This is an optimization exercise on Yosys and OpenROAD, whose aim is small area, a short achievable clock period and few clock cycles per item, not a production implementation.
In this exercise RTL edits were held to simulation tests only and were not proved equivalent to the original.
Power and IR drop assume default switching activity.

==> flow/design.v <==
module coach_xu (
  input  wire        clk,
  input  wire        rst,
  input  wire        start,
  input  wire [35:0] insn,
  input  wire [71:0] a,
  input  wire [71:0] b,
  input  wire [71:0] d_in,
  input  wire        c_in,
  input  wire        trap_mode,
  output wire        ready,
  output reg         done,
  output reg  [71:0] result,
  output reg         wr_en,
  output reg  [4:0]  flags,       
  output reg  [4:0]  flags_we,
  output reg         trap,
  output reg  [3:0]  tcause,
  output reg  [1:0]  tval
);
  localparam [71:0] SMIN = {1'b1, 71'b0};
  localparam [71:0] SMAX = {1'b0, {71{1'b1}}};
  localparam FN = 4, FZ = 3, FC = 2, FV = 1, FDZ = 0;
  localparam [3:0] M_MUL   = 4'd0,   
                   M_MULC  = 4'd1,
                   M_MULH  = 4'd2,
                   M_MULHU = 4'd3,
                   M_MULS  = 4'd4,
                   M_DIV   = 4'd5,
                   M_DIVC  = 4'd6,
                   M_REM   = 4'd7,
                   M_REMC  = 4'd8,
                   M_DIVU  = 4'd9,
                   M_REMU  = 4'd10,
                   M_DIVUC = 4'd11,
                   M_REMUC = 4'd12;
  localparam [1:0] S_IDLE = 2'd0, S_MUL = 2'd1, S_DIV = 2'd2, S_FIN = 2'd3;
  wire [7:0]  op    = insn[35:28];
  wire [5:0]  fd    = insn[27:22];
  wire [5:0]  fa    = insn[21:16];
  wire [5:0]  fb    = insn[15:10];
  wire [9:0]  func  = insn[9:0];
  wire [15:0] imm16 = insn[15:0];
  wire [21:0] imm22 = insn[21:0];
  wire [71:0] imm_s = {{56{imm16[15]}}, imm16};
  wire [71:0] imm_z = {56'b0, imm16};
  function reg_ok;
    input [5:0] f;
    input       tm;
    begin
      reg_ok = (f < 6'd40) || (tm && f < 6'd48);
    end
  endfunction
  reg  [71:0] as_x, as_y;
  reg         as_sub, as_cb;
  wire [71:0] as_yy  = as_sub ? ~as_y : as_y;
  wire        as_ci  = as_sub ? ~as_cb : as_cb;
  wire [72:0] as_sum = {1'b0, as_x} + {1'b0, as_yy} + {72'b0, as_ci};
  wire [71:0] as_res = as_sum[71:0];
  wire        as_c   = as_sub ? ~as_sum[72] : as_sum[72];
  wire        as_v   = (as_x[71] == as_yy[71]) && (as_res[71] != as_x[71]);
  reg  [71:0]  sh_amt;
  wire         sh_big  = (|sh_amt[71:7]) || (sh_amt[6:0] >= 7'd72);
  wire [6:0]   sh_n    = sh_amt[6:0];
  wire [143:0] shl_w   = {72'b0, a} << sh_n;
  wire [143:0] shr_w   = {a, 72'b0} >> sh_n;
  wire [143:0] sar_w   = $signed({a, 72'b0}) >>> sh_n;
  wire         sh_lost = |a;
  reg  [71:0]  by_idx;
  wire         by_big  = (|by_idx[71:4]) || (by_idx[3:0] >= 4'd9);
  wire [6:0]   by_pos  = {by_idx[3:0], 3'b000};
  wire [7:0]   by_val  = a >> by_pos;
  wire [71:0]  by_mask = {64'b0, 8'hFF} << by_pos;
  wire [71:0]  by_ins  = (d_in & ~by_mask) | ({64'b0, a[7:0]} << by_pos);
  reg        c_ill;            
  reg        c_atrap;          
  reg [1:0]  c_tval;
  reg        c_wr;
  reg [71:0] c_res;
  reg [4:0]  c_fl;
  reg [4:0]  c_fwe;
  reg        c_multi;          
  reg [3:0]  c_mkind;
  reg [71:0] c_mb;             
  reg        use_d, use_a, use_b;    
  reg        zero_d, zero_b;         
  always @* begin
    c_ill   = 1'b0;
    c_atrap = 1'b0;
    c_tval  = 2'd0;
    c_wr    = 1'b0;
    c_res   = 72'b0;
    c_fl    = 5'b0;
    c_fwe   = 5'b0;
    c_multi = 1'b0;
    c_mkind = M_MUL;
    c_mb    = b;
    use_d   = 1'b0;
    use_a   = 1'b0;
    use_b   = 1'b0;
    zero_d  = 1'b0;
    zero_b  = 1'b0;
    as_x    = a;
    as_y    = b;
    as_sub  = 1'b0;
    as_cb   = 1'b0;
    sh_amt  = b;
    by_idx  = b;
    case (op)
      8'h01: begin
        use_d = 1'b1; use_a = 1'b1; use_b = 1'b1;
        case (func)
          10'h000, 10'h001, 10'h002: begin       
            as_cb = (func == 10'h002) ? c_in : 1'b0;
            c_wr  = 1'b1;
            c_res = as_res;
            c_fl  = {as_res[71], as_res == 72'b0, as_c, as_v, 1'b0};
            c_fwe = 5'b11110;
            if (func == 10'h001 && as_v) begin
              c_atrap = 1'b1; c_tval = 2'd1;
            end
          end
          10'h003, 10'h004, 10'h005: begin       
            as_sub = 1'b1;
            as_cb  = (func == 10'h005) ? c_in : 1'b0;
            c_wr   = 1'b1;
            c_res  = as_res;
            c_fl   = {as_res[71], as_res == 72'b0, as_c, as_v, 1'b0};
            c_fwe  = 5'b11110;
            if (func == 10'h004 && as_v) begin
              c_atrap = 1'b1; c_tval = 2'd1;
            end
          end
          10'h006, 10'h007: begin                
            use_b  = 1'b0; zero_b = 1'b1;
            as_x   = 72'b0;
            as_y   = a;
            as_sub = 1'b1;
            c_wr   = 1'b1;
            c_res  = as_res;
            c_fl   = {as_res[71], as_res == 72'b0, as_c, as_v, 1'b0};
            c_fwe  = 5'b11110;
            if (func == 10'h007 && as_v) begin
              c_atrap = 1'b1; c_tval = 2'd1;
            end
          end
          10'h008, 10'h009, 10'h00A, 10'h00B: begin   
            case (func[1:0])
              2'd0: c_res = a & b;
              2'd1: c_res = a | b;
              2'd2: c_res = a ^ b;
              default: c_res = a & ~b;
            endcase
            c_wr  = 1'b1;
            c_fl  = {c_res[71], c_res == 72'b0, 3'b000};
            c_fwe = 5'b11110;
          end
          10'h00C: begin                         
            use_d = 1'b0; zero_d = 1'b1;
            as_sub = 1'b1;
            c_fl  = {as_res[71], as_res == 72'b0, as_c, as_v, 1'b0};
            c_fwe = 5'b11110;
          end
          10'h00D: begin                         
            use_d = 1'b0; zero_d = 1'b1;
            c_fl  = {a[71] & b[71], (a & b) == 72'b0, 3'b000};
            c_fwe = 5'b11110;
          end
          10'h00E: begin c_wr = 1'b1; c_res = ($signed(a) < $signed(b)) ? a : b; end   
          10'h00F: begin c_wr = 1'b1; c_res = ($signed(a) > $signed(b)) ? a : b; end   
          10'h010: begin c_wr = 1'b1; c_res = (a < b) ? a : b; end                     
          10'h011: begin c_wr = 1'b1; c_res = (a > b) ? a : b; end                     
          default: c_ill = 1'b1;
        endcase
      end
      8'h02: begin
        use_d = 1'b1; use_a = 1'b1; use_b = 1'b1;
        c_multi = 1'b1;
        case (func)
          10'h000: c_mkind = M_MUL;
          10'h001: c_mkind = M_MULC;
          10'h002: c_mkind = M_MULH;
          10'h003: c_mkind = M_MULHU;
          10'h004: c_mkind = M_DIV;
          10'h005: c_mkind = M_DIVC;
          10'h006: c_mkind = M_REM;
          10'h007: c_mkind = M_REMC;
          10'h008: c_mkind = M_DIVU;
          10'h009: c_mkind = M_REMU;
          10'h00A: c_mkind = M_DIVUC;
          10'h00B: c_mkind = M_REMUC;
          default: begin c_ill = 1'b1; c_multi = 1'b0; end
        endcase
      end
      8'h03, 8'h15, 8'h16, 8'h17: begin
        use_d = 1'b1; use_a = 1'b1;
        if (op == 8'h03) begin
          use_b  = 1'b1;
          sh_amt = b;
          if (func > 10'h002) c_ill = 1'b1;
        end else begin
          sh_amt = imm_z;
        end
        c_wr  = 1'b1;
        c_fwe = 5'b11110;
        if ((op == 8'h03 && func == 10'h000) || op == 8'h15) begin         
          c_res    = sh_big ? 72'b0 : shl_w[71:0];
          c_fl[FC] = sh_big ? sh_lost : |shl_w[143:72];
        end else if ((op == 8'h03 && func == 10'h001) || op == 8'h16) begin  
          c_res    = sh_big ? 72'b0 : shr_w[143:72];
          c_fl[FC] = sh_big ? sh_lost : |shr_w[71:0];
        end else begin                                                       
          c_res    = sh_big ? {72{a[71]}} : sar_w[143:72];
          c_fl[FC] = sh_big ? sh_lost : |sar_w[71:0];
        end
        c_fl[FN] = c_res[71];
        c_fl[FZ] = (c_res == 72'b0);
      end
      8'h04: begin
        use_d = 1'b1; use_a = 1'b1; use_b = 1'b1;
        case (func)
          10'h000, 10'h001: begin                
            as_sub = func[0];
            c_wr   = 1'b1;
            c_res  = as_v ? (as_x[71] ? SMIN : SMAX) : as_res;
            c_fl   = {c_res[71], c_res == 72'b0, 1'b0, as_v, 1'b0};
            c_fwe  = 5'b11110;
          end
          10'h002: begin                         
            c_multi = 1'b1;
            c_mkind = M_MULS;
          end
          default: c_ill = 1'b1;
        endcase
      end
      8'h05, 8'h1A, 8'h1B: begin
        use_d = 1'b1; use_a = 1'b1;
        if (op == 8'h05) begin
          use_b  = 1'b1;
          by_idx = b;
          if (func > 10'h002) c_ill = 1'b1;
        end else begin
          by_idx = imm_z;
          if (by_big) c_ill = 1'b1;
        end
        c_fl[FV] = by_big;
        c_fwe    = 5'b00010;
        if ((op == 8'h05 && func == 10'h002) || op == 8'h1B) begin          
          c_wr  = ~by_big;
          c_res = by_ins;
        end else begin                                                       
          c_wr = 1'b1;
          if (by_big)
            c_res = 72'b0;
          else if (op == 8'h05 && func == 10'h001)
            c_res = {{64{by_val[7]}}, by_val};
          else
            c_res = {64'b0, by_val};
        end
      end
      8'h10: begin                               
        use_d = 1'b1; use_a = 1'b1;
        as_y  = imm_s;
        c_wr  = 1'b1;
        c_res = as_res;
        c_fl  = {as_res[71], as_res == 72'b0, as_c, as_v, 1'b0};
        c_fwe = 5'b11110;
      end
      8'h11, 8'h12, 8'h13: begin                 
        use_d = 1'b1; use_a = 1'b1;
        case (op[1:0])
          2'd1:    c_res = a & imm_z;
          2'd2:    c_res = a | imm_z;
          default: c_res = a ^ imm_z;
        endcase
        c_wr  = 1'b1;
        c_fl  = {c_res[71], c_res == 72'b0, 3'b000};
        c_fwe = 5'b11110;
      end
      8'h14: begin                               
        use_a  = 1'b1; zero_d = 1'b1;
        as_y   = imm_s;
        as_sub = 1'b1;
        c_fl   = {as_res[71], as_res == 72'b0, as_c, as_v, 1'b0};
        c_fwe  = 5'b11110;
      end
      8'h18: begin                               
        use_d = 1'b1; use_a = 1'b1;
        c_multi = 1'b1;
        c_mkind = M_MUL;
        c_mb    = imm_s;
      end
      8'h19: begin                               
        use_d = 1'b1;
        c_wr  = 1'b1;
        c_res = {{34{imm22[21]}}, imm22, 16'b0};
      end
      default: c_ill = 1'b1;
    endcase
    if ((use_d && !reg_ok(fd, trap_mode)) ||
        (use_a && !reg_ok(fa, trap_mode)) ||
        (use_b && !reg_ok(fb, trap_mode)) ||
        (zero_d && fd != 6'd0) ||
        (zero_b && fb != 6'd0))
      c_ill = 1'b1;
    if (c_ill)
      c_multi = 1'b0;
  end
  reg  [1:0]  state;
  reg  [6:0]  cnt;
  reg  [3:0]  m_kind;
  reg  [71:0] acc_hi;      
  reg  [71:0] acc_lo;      
  reg  [71:0] m_opnd;      
  reg         m_qneg;      
  reg         m_rneg;      
  reg         m_dz;        
  reg         m_ovf;       
  wire k_is_div    = (c_mkind >= M_DIV);
  wire k_unsigned  = (c_mkind == M_MULHU) || (c_mkind >= M_DIVU);
  wire [71:0] mag_a = (!k_unsigned && a[71])    ? (~a + 72'd1)    : a;
  wire [71:0] mag_b = (!k_unsigned && c_mb[71]) ? (~c_mb + 72'd1) : c_mb;
  wire [72:0] mul_sum = {1'b0, acc_hi} + (acc_lo[0] ? {1'b0, m_opnd} : 73'b0);
  wire [72:0] div_sh   = {acc_hi, acc_lo[71]};
  wire [73:0] div_diff = {1'b0, div_sh} - {2'b0, m_opnd};
  wire        div_fits = ~div_diff[73];
  wire [143:0] prod_u = {acc_hi, acc_lo};
  wire [143:0] prod   = m_qneg ? (~prod_u + 144'd1) : prod_u;
  wire         prod_ovf = ~((&prod[143:71]) | ~(|prod[143:71]));
  wire [71:0]  quot   = m_dz ? 72'b0 : (m_qneg ? (~acc_lo + 72'd1) : acc_lo);
  wire [71:0]  rem    = m_rneg ? (~acc_hi + 72'd1) : acc_hi;
  reg [71:0] f_res;
  reg        f_v;
  reg        f_atrap;
  reg [1:0]  f_tval;
  always @* begin
    f_res   = 72'b0;
    f_v     = 1'b0;
    f_atrap = 1'b0;
    f_tval  = 2'd0;
    case (m_kind)
      M_MUL, M_MULC: begin
        f_res = prod[71:0];
        f_v   = prod_ovf;
        if (m_kind == M_MULC && prod_ovf) begin
          f_atrap = 1'b1; f_tval = 2'd1;
        end
      end
      M_MULH, M_MULHU: f_res = prod[143:72];
      M_MULS: begin
        f_v   = prod_ovf;
        f_res = prod_ovf ? (m_qneg ? SMIN : SMAX) : prod[71:0];
      end
      M_DIV, M_DIVC, M_DIVU, M_DIVUC: f_res = quot;
      default: f_res = rem;
    endcase
    if (m_kind >= M_DIV && m_kind <= M_REMC) f_v = m_ovf;
    if (m_kind == M_DIVC || m_kind == M_REMC || m_kind == M_DIVUC || m_kind == M_REMUC) begin
      if (m_dz) begin
        f_atrap = 1'b1; f_tval = 2'd2;
      end else if (m_ovf) begin
        f_atrap = 1'b1; f_tval = 2'd1;
      end
    end
  end
  assign ready = (state == S_IDLE);
  always @(posedge clk) begin
    if (rst) begin
      state <= S_IDLE;
      done  <= 1'b0;
    end else begin
      done <= 1'b0;
      case (state)
        S_IDLE: begin
          if (start) begin
            if (c_multi) begin
              m_kind <= c_mkind;
              m_dz   <= k_is_div && (c_mb == 72'b0);
              m_ovf  <= k_is_div && !k_unsigned && (a == SMIN) && (&c_mb);
              m_qneg <= !k_unsigned && (a[71] ^ c_mb[71]);
              m_rneg <= !k_unsigned && a[71];
              cnt    <= 7'd0;
              if (k_is_div) begin
                acc_hi <= 72'b0;
                acc_lo <= mag_a;
                m_opnd <= mag_b;
                state  <= S_DIV;
              end else begin
                acc_hi <= 72'b0;
                acc_lo <= mag_b;
                m_opnd <= mag_a;
                state  <= S_MUL;
              end
            end else begin
              done     <= 1'b1;
              trap     <= c_ill | c_atrap;
              tcause   <= c_ill ? 4'h1 : 4'h2;
              tval     <= c_ill ? 2'd0 : c_tval;
              wr_en    <= c_wr & ~(c_ill | c_atrap);
              result   <= c_res;
              flags    <= c_fl;
              flags_we <= (c_ill | c_atrap) ? 5'b0 : c_fwe;
            end
          end
        end
        S_MUL: begin
          acc_hi <= mul_sum[72:1];
          acc_lo <= {mul_sum[0], acc_lo[71:1]};
          cnt    <= cnt + 7'd1;
          if (cnt == 7'd71) state <= S_FIN;
        end
        S_DIV: begin
          acc_hi <= div_fits ? div_diff[71:0] : div_sh[71:0];
          acc_lo <= {acc_lo[70:0], div_fits};
          cnt    <= cnt + 7'd1;
          if (cnt == 7'd71) state <= S_FIN;
        end
        S_FIN: begin
          state    <= S_IDLE;
          done     <= 1'b1;
          trap     <= f_atrap;
          tcause   <= 4'h2;
          tval     <= f_tval;
          wr_en    <= ~f_atrap;
          result   <= f_res;
          flags    <= {f_res[71], f_res == 72'b0, 1'b0, f_v, m_dz};
          flags_we <= f_atrap ? 5'b0 : ((m_kind >= M_DIV) ? 5'b11111 : 5'b11110);
        end
      endcase
    end
  end
endmodule
==> flow/run.sh <==
#!/bin/bash
# synth_recipe.tcl (not shown) runs the flow's synth.tcl, then flattens the netlist and writes it again
# the make line also repeats each setting of config.mk as NAME=value (left out here)
make -C /OpenROAD-flow-scripts/flow DESIGN_CONFIG=/design/flow/config.mk WORK_HOME=/design/flow/orfs CLKGATE_MAP_FILE= SYNTH_SCRIPT=/design/flow/synth_recipe.tcl finish
==> flow/config.mk <==
export PLATFORM = sky130hd
export DESIGN_NAME = coach_xu
export DESIGN_NICKNAME = coach_xu
export VERILOG_FILES = /design/flow/design.v
export SDC_FILE = /design/flow/constraint.sdc
export NUM_CORES = 4
export LEC_CHECK = 0
export CAP_MARGIN = 20
export CORE_MARGIN = 2
export CORE_UTILIZATION = 25
export PLACE_DENSITY = 0.45
export SLEW_MARGIN = 20
==> flow/constraint.sdc <==
create_clock -name core_clock -period 12.0 [get_ports {clk}]
set_input_delay 2.4000 -clock core_clock [delete_from_list [all_inputs] [get_ports {clk}]]
set_output_delay 2.4000 -clock core_clock [all_outputs]
set_load 0.01 [all_outputs]
==> impl_metrics.yaml <==
placement:
  dpl_cell_area_sq_um: 79600
  pre_cts_ws_ns: 0.0949
  place_hpwl_mm: 485
  gp_congestion: 1.13
  port_buffers: 346
logic_synthesis:
  synth_compound_area_share_pct: 34.7
  synth_cells: 10100
  ys_seq_area_share_pct: 13.8
  synth_xor_area_share_pct: 6.86
  yosysWarnings: 1
  synthTopCellsByArea: "edfxtp_1, ha_1, a21oi_1"
  synthFlopType: "edfxtp_1"
  netlist.area_leader.share_pct: 13.7
  synth_top_family_by_area: "compound AO/OA/AOI/OAI gates"
  yosysTopAreaCell: "edfxtp_1"
  ys_ff_latch: 320
  synthAdderAreaFrac_pct: 8.92
  synth-simple-area-share_pct: 23.5
  synth_async_sr_flop_share_pct: 0
  muxShareOfSynthArea_pct: 5.39
  synth_area_sq_um: 69400
  syn_avg_cell_area_sq_um: 6.89
  synth-edff-count: 317
  synth.distinct_cells: 97
detailed_routing:
  ant_nets: 0
  routedWlPerCell_microns: 43.5
  via_per_inst: 6.74
  drcViolationCount: 0
  routed-via-count: 94200
  wirelength_mm: 607
  first_pass_iters: 7
  drt-initial-drc-count: 15700
hold_path:
  hold_depth: 1
  hold_path_end: "cnt[0]"
  hold_path.startpoint: "cnt[0]"
  hold_path_class: "reg -> reg"
timing:
  period_needed_ns: 11.49
  whs_ns: 0.590
  hold_viol_final: 0
  fin_worst_skew_ns: 0.0595
  maxSlewViolCount: 0
  post-route-period-util_pct: 95.7
  worst_pin_slew_ns: 1.36
  maxSlewHeadroom_pct: 9.30
  fmax_ghz: 0.0870
  setup_ws_ns: 0.512
  setup_viol: 0
  rsz0062_at_grt: "no"
global_routing:
  grt_pass1_wl_mm: 799
  grt_use_met1_pct: 50.9
  grt_antenna_before_repair: 82
  grt_busiest_layer: "met2"
  track_usage_pct: 41.3
  grt_util_met2_pct: 60.0
  first_global_vias: 86300
  overflow: 0
  grt_use_met3_pct: 12.7
  grt_max_degree: 116
cells_and_area:
  finalInstanceArea_sq_um: 81300
  syn_to_final_growth_pct: 17.2
  layout_common_cells: "nand2_1, nor2_1, a21oi_1"
  final_common_cell: "nand2_1"
  num-nets-final: 10900
  drive_above_1_share_pct: 10.1
power:
  p_leak_nw: 31.1
  design_power_total_mw: 5.59
  power.density_nw_per_um2: 68.7
  peakVddDrop_uv: 89.9
setup_path:
  reg2reg_to: "flags[3]"
  worst_setup_path_start_kind: "primary input"
  critPathMaxFanout: 16
  r2r-start: "acc_hi[4]"
  r2r_cells: 19
  end_kind: "flip-flop"
  worst-path-buf-inv: 5
  rrSetupSlack_ns: 2.13
  cpPeakStageDelay_ns: 0.67
  critical-path-top-delay-family: "simple AND/OR/NAND/NOR gates"
  worst_path_most_repeated_cell: "buf_4"
  arrival_ns: 12.02
  required_ns: 12.53
  criticalPathCategory: "in -> reg"
  critPathSlowestCell: "nor4_1"
clock_network:
  clock_latency_ns: 0.68
  cts_tree: "done"
  clock-sinks: 320
  cts.hold.buffers_added: 0
  root_buffer: "clkbuf_16"
  postCtsSetupBuffers: 0
  clock_path_buffers: 3
  clkSlewWorstSetupHoldPaths_ns: 0.07
  cts_resized: 0
  cts_buffers: 45
  htree_levels: 2
job:
  max-cap-violations: 0
floorplan:
  dieArea_sq_um: 282000
  num_io_pins: 349
  coreArea_sq_um: 276000
  fp.dieW_microns: 531
  fp.dieH_microns: 531
  start_util_pct: 25.1
  placementRows: 193
outcome:
  status: "finished clean"
worst max-delay path by stage:
stage,startpoint,to,slack [ns],cells after the start
2_1_floorplan,insn[33],acc_hi[0],0.81,15
3_3_place_gp,insn[33],flags[3],-0.05,30
3_5_place_dp,insn[33],flags[3],0.09,29
4_1_cts,insn[33],flags[3],0.77,29
5_1_grt,insn[32],flags[3],0.30,28
6_report,insn[33],flags[3],0.51,30
layer usage:
layer	share of wire, %	wire length [microns]
met1	39	234000
met4	9.1	55200
met5	0.054	329
met2	41	248000
met3	12	70100
power by group:
part / leakage, nW / switching [mW] / total (mW) / internal (mW)
sequential: 3.18 / 0.0174 / 1.26 / 1.24
combinational: 27.2 / 2.06 / 2.85 / 0.789
clock: 0.731 / 0.642 / 1.48 / 0.834
total: 31.1 / 2.72 / 5.59 / 2.86
state kept, by name, indices dropped and copies added (netlist names):
name / count
acc_hi: 72
acc_lo: 72
cnt: 7
done: 1
flags: 5
flags_we: 3
m_dz: 1
m_kind: 4
m_opnd: 72
m_ovf: 1
m_qneg: 1
m_rneg: 1
result: 72
state: 2
tcause: 2
trap: 1
tval: 2
wr_en: 1
cells in the mapped netlist, drive strengths merged (34+ instances only):
cell type	n
a31oi	179
a221o	46
o211ai	102
or4	66
mux2	71
nor2	919
xnor2	394
a22oi	147
ha	488
or2	76
a211oi	88
nand2b	64
edfxtp	317
o21bai	60
buf	108
nand3	257
and3	84
clkbuf	764
a21oi	891
mux2i	217
o221ai	124
xor2	149
inv	375
o21a	57
o22ai	195
nand2	1030
o31ai	98
nand4	177
and2	65
or3	68
o21ai	888
nor2b	52
mux4	34
nor3	285
a21o	206
nor4	181
a221oi	251
worst register-to-register path, stage by stage (launching register included):
cell and delay, ns:
edfxtp_1 0.75, nor4_2 0.77, nand3_1 0.79, nor4_1 0.78, buf_4 0.28, nand3_1 0.23, o21ai_0 0.66, xor2_1 0.37
or4b_2 0.73, nor4_1 0.56, and4_1 0.48, a21oi_2 0.05, buf_4 0.28, nand2_1 0.65, a21oi_1 0.19, or4b_1 0.57
or4_1 0.67, nor4_1 0.35, a41o_1 0.45, a41o_1 0.15
through the flow:
stage,std cells,util (%),setup TNS [ns]
final,14000,29.4,0
after global routing,13900,29.4,0
after CTS,13900,29.3,0
after detailed placement,13800,28.8,0
after global placement,13800,28.8,-0.0534
after floorplan,10100,-,0
final cells by class:
cell class,instances,area [sq um]
clock buffers,49,1160
flip-flops and latches,320,9580
multi-input cells,8495,55800
fillers,30500,195000
inverters,382,1440
well taps,3705,4640
diodes,45,113
repair buffers,952,8170
clock inverters,32,357
logic make-up after synthesis:
logic type,Yosys count
AOI/OAI and AO/OA,3704
xor gates and xnor gates,543
adders and majority gates,492
buffers and inverters,1254
DFF,320
muxes,322
other,1
and+or+nand+nor,3432
Testbench counts, summed over its fixed seeds: cycles 86,860, items 4,800.

separate check: timing with driven ports:
Ports are ideal in the flow. The routed layout listed here was re-timed in OpenROAD.
Step 1 sets driving cells, clkbuf_16 on the clock port and buf_2 on the other inputs (assumed; they add their load-dependent delay and slew).
Step 2 times the ports against the registers' clock, not the clock port: input delays grow and output delays shrink by t, the midpoint of the rising clock arrivals with the driver on.
a / b / c = ideal ports / drivers / drivers and shift; a / b = the first two.
shift t [ns]: 0.744
setup slack, ns: 0.512 / 0.583 / -0.161
clock arrival spread, ns: 0.060 / 0.059
worst slew at a driven data input, ns: 0.24
With both steps, setup timing fails in this run, where it was met with ideal ports. The setup slack of this run moves by +0.071 ns with the drivers and by -0.673 ns with both steps.
